Context: an optimization exercise on an open-source flow, tuned for small area and a short achievable clock period. The choices shown serve that exercise and are no tape-out recipe. The RTL was checked by simulation tests, not by an equivalence proof against the original design. Power figures rest on the tool's default switching activity, not on a simulated workload.

==> flow/design.v (excerpt) <==
module tscalar_exec (
    input  wire        clk,
    input  wire        rst,          
    input  wire        in_valid,
    input  wire [39:0] instr,        
    input  wire [31:0] rs_val,
    input  wire [31:0] rt_val,
    output reg         out_valid,
    output reg         out_we,       
    output reg  [4:0]  out_rd,
    output wire [31:0] out_wdata,
    output reg         out_we2,      
    output wire [31:0] out_wdata2,
    output reg         out_sat,      
    output reg         out_ill       
);
For scale: ~0.036 mm^2 of cells after synthesis.
Settings: LEC_CHECK=0, ABC_AREA=1, CAP_MARGIN=5, CORE_MARGIN=2, CORE_UTILIZATION=50, CTS_CLUSTER_DIAMETER=30, CTS_CLUSTER_SIZE=8, PLACE_DENSITY=0.65, SETUP_SLACK_MARGIN=5, SLEW_MARGIN=5, SYNTH_HIERARCHICAL=1; clock period 10.5 ns.
run.sh (not shown) runs the stock make flow with config.mk's settings and CLKGATE_MAP_FILE= SYNTH_SCRIPT=/design/flow/synth_recipe.tcl, a recipe that flattens the netlist after the stock synthesis.
Change:
==> flow/flow/run.sh (new file) <==
#!/bin/bash
# The standard layout, except that the port buffers that placement adds are
# plain buf_1 cells (the resizer upsizes them where timing needs it) rather
# than the delay cells buffer_ports picks on its own.
set -euo pipefail
bash standard.sh "BUFFER_PORTS_ARGS=-buffer_cell sky130_fd_sc_hd__buf_1" finish > standard_flow.log 2>&1
==> flow/standard.sh (new file) <==
#!/bin/bash
# synth_recipe.tcl (not shown) runs the flow's synth.tcl, then flattens the netlist and writes it again
# the make line also repeats each setting of config.mk as NAME=value (left out here)
make -C /OpenROAD-flow-scripts/flow DESIGN_CONFIG=/design/flow/config.mk WORK_HOME=/design/flow/orfs CLKGATE_MAP_FILE= SYNTH_SCRIPT=/design/flow/synth_recipe.tcl "${@:-finish}"
Settings changed: CAP_MARGIN 5 to 20, SLEW_MARGIN 5 to 20.
removed: flow/run.sh
What happened: Hold slack is about the same; global-route usage climbs by 0.23 points; count of clock-buffer cells in the layout climbs by 1; power is lower by about 3.3%; via count goes up by 0.43%; clock power hardly moves; sequential power stays flat; final area is lower by 2.4%.

---

== v32 ==
Another version of the RTL of tscalar_exec (not shown whole).
For scale: ~35000 sq um of cells after synthesis.
// tscalar_exec
module tscalar_exec (
    input  wire        clk,
    input  wire        rst,          
    input  wire        in_valid,
    input  wire [39:0] instr,        
    input  wire [31:0] rs_val,
    input  wire [31:0] rt_val,
    output reg         out_valid,
    output reg         out_we,       
    output reg  [4:0]  out_rd,
    output wire [31:0] out_wdata,
    output reg         out_we2,      
    output wire [31:0] out_wdata2,
    output reg         out_sat,      
    output reg         out_ill       
);
clock: 10.5 ns
lec_check: 0
abc_area: 1
cap_margin: 20
core_margin: 2
core_utilization: 55
cts_cluster_diameter: 30
cts_cluster_size: 8
place_density: 0.72
setup_slack_margin: 5
slew_margin: 20
synth_hierarchical: 1
standard.sh (not shown) runs the stock make flow with config.mk's settings and CLKGATE_MAP_FILE= SYNTH_SCRIPT=/design/flow/synth_recipe.tcl, a recipe that flattens the netlist after the stock synthesis.
==> flow/flow/run.sh <==
#!/bin/bash
# The standard layout, except that the port buffers that placement adds are
# plain buf_1 cells (the resizer upsizes them where timing needs it) rather
# than the delay cells buffer_ports picks on its own.
set -euo pipefail
bash standard.sh "BUFFER_PORTS_ARGS=-buffer_cell sky130_fd_sc_hd__buf_1" finish > standard_flow.log 2>&1
Per the final summary, v32 finished and its layout is clean on timing, DRC and antenna.
Changes in v44 relative to v32:
- putting GPL_ROUTABILITY_DRIVEN at 0 where nothing was set
- swapping 55 for 50 in CORE_UTILIZATION
- swapping 0.72 for 0.65 in PLACE_DENSITY
==> comparison <==
- Diff v32 -> v44: critical path data required time decreased by 0.13 ns relative to the old numbers, overall power after layout higher, average routed wire per standard cell went down, met3 usage in global routing down 2.2 points, final cycle utilization of the critical path has increased.
- Total sequential power, v32 and v44: lower on v32
- v44 vs v32 — clock power share dropped 1.0 points.
- v44 vs v32 — number of standard cells in the layout, taps in and fillers out climbed slightly
--- input diff v44..v53 ---
- GPL_ROUTABILITY_DRIVEN: 0 -> unset
Findings:
Delta (v53 minus v44): maximum fanout encountered on the critical timing path moved down, number of clock buffers in the layout moved down, met1 global-route usage moved up.
v53 finished every step from synthesis to the final layout, and the layout passed the timing, design-rule and antenna checks.
Comparing v44 against v53, there is no change at all in height of the die.
Compared with v44, in v53 depth of the worst register-to-register path increased by 4 relative to the old numbers, total power decreased by about 3% relative to the old numbers, global-route usage increased by 3.3 points relative to the old numbers, utilization closely matched the old numbers, pre-CTS setup slack increased by 0.13 ns relative to the old numbers.

---

tscalar_exec, a different RTL version from the one above (not shown whole).
Size in the first run: ~5000 cells after synthesis, ~170 flip-flops, about 37000 µm² of cells after synthesis.
// tscalar_exec
module tscalar_exec (
    input  wire        clk,
    input  wire        rst,          
    input  wire        in_valid,
    input  wire [39:0] instr,        
    input  wire [31:0] rs_val,
    input  wire [31:0] rt_val,
    output reg         out_valid,
    output reg         out_we,       
    output reg  [4:0]  out_rd,
    output wire [31:0] out_wdata,
    output reg         out_we2,      
    output wire [31:0] out_wdata2,
    output reg         out_sat,      
    output reg         out_ill       
);
clock: 10.5 ns
lec_check: 0
abc_area: 1
cap_margin: 20
core_margin: 2
core_utilization: 50
cts_cluster_diameter: 30
cts_cluster_size: 8
place_density: 0.65
slew_margin: 20
run.sh (not shown) runs the stock make flow with config.mk's settings and CLKGATE_MAP_FILE= SYNTH_SCRIPT=/design/flow/synth_recipe.tcl, a recipe that flattens the netlist after the stock synthesis.
Stock flow here: none of the scripts above is used.
The starting point completed without violations.
Next try:
- SETUP_SLACK_MARGIN: default -> 5
After rerunning: Non-clock buffer count is higher by 151. Fmax is higher by 19%. Area after synthesis is unchanged. Combinational power is higher by about 9%.

==> separate check: timing with driven ports <==
No port has a modelled driver above. Below, the same layouts with a new extraction and two added sets of constraints.
Step 1 assumes that a clkbuf_16 drives the clock port and a buf_2 every other input.
Step 2 also shifts input and output timing later by t, the mid clock arrival at the registers, as if the neighbouring blocks saw the same clock.
Slacks: ideal ports / drivers / drivers and shift; pairs: ideal ports / drivers.
run | t, ns | setup slack, ns | worst register clock-pin slew, ns | worst data-port slew with drivers (ns) | pins driven straight from the clock port
the first run of note 1 | 0.567 | 4.932 / 4.932 / 4.692 | 0.10 / 0.10 | 0.05 | 1
the second run of note 1 | 0.577 | 4.977 / 4.977 / 4.684 | 0.10 / 0.10 | 0.09 | 1
v32 | 0.538 | 5.104 / 5.104 / 4.717 | 0.10 / 0.10 | 0.06 | 1
v44 | 0.514 | 5.033 / 5.033 / 4.626 | 0.09 / 0.09 | 0.04 | 1
v53 | 0.548 | 5.044 / 5.044 / 4.727 | 0.09 / 0.09 | 0.05 | 1
the first run of note 3 | 0.535 | 3.436 / 3.373 / 3.610 | 0.08 / 0.08 | 0.05 | 1
the second run of note 3 | 0.523 | 4.565 / 4.501 / 4.607 | 0.08 / 0.08 | 0.05 | 1
After both steps setup and hold are still met in every run listed. For v44, which loses most, drivers alone change the setup slack by 0.000 ns; drivers and shift together by -0.407 ns.
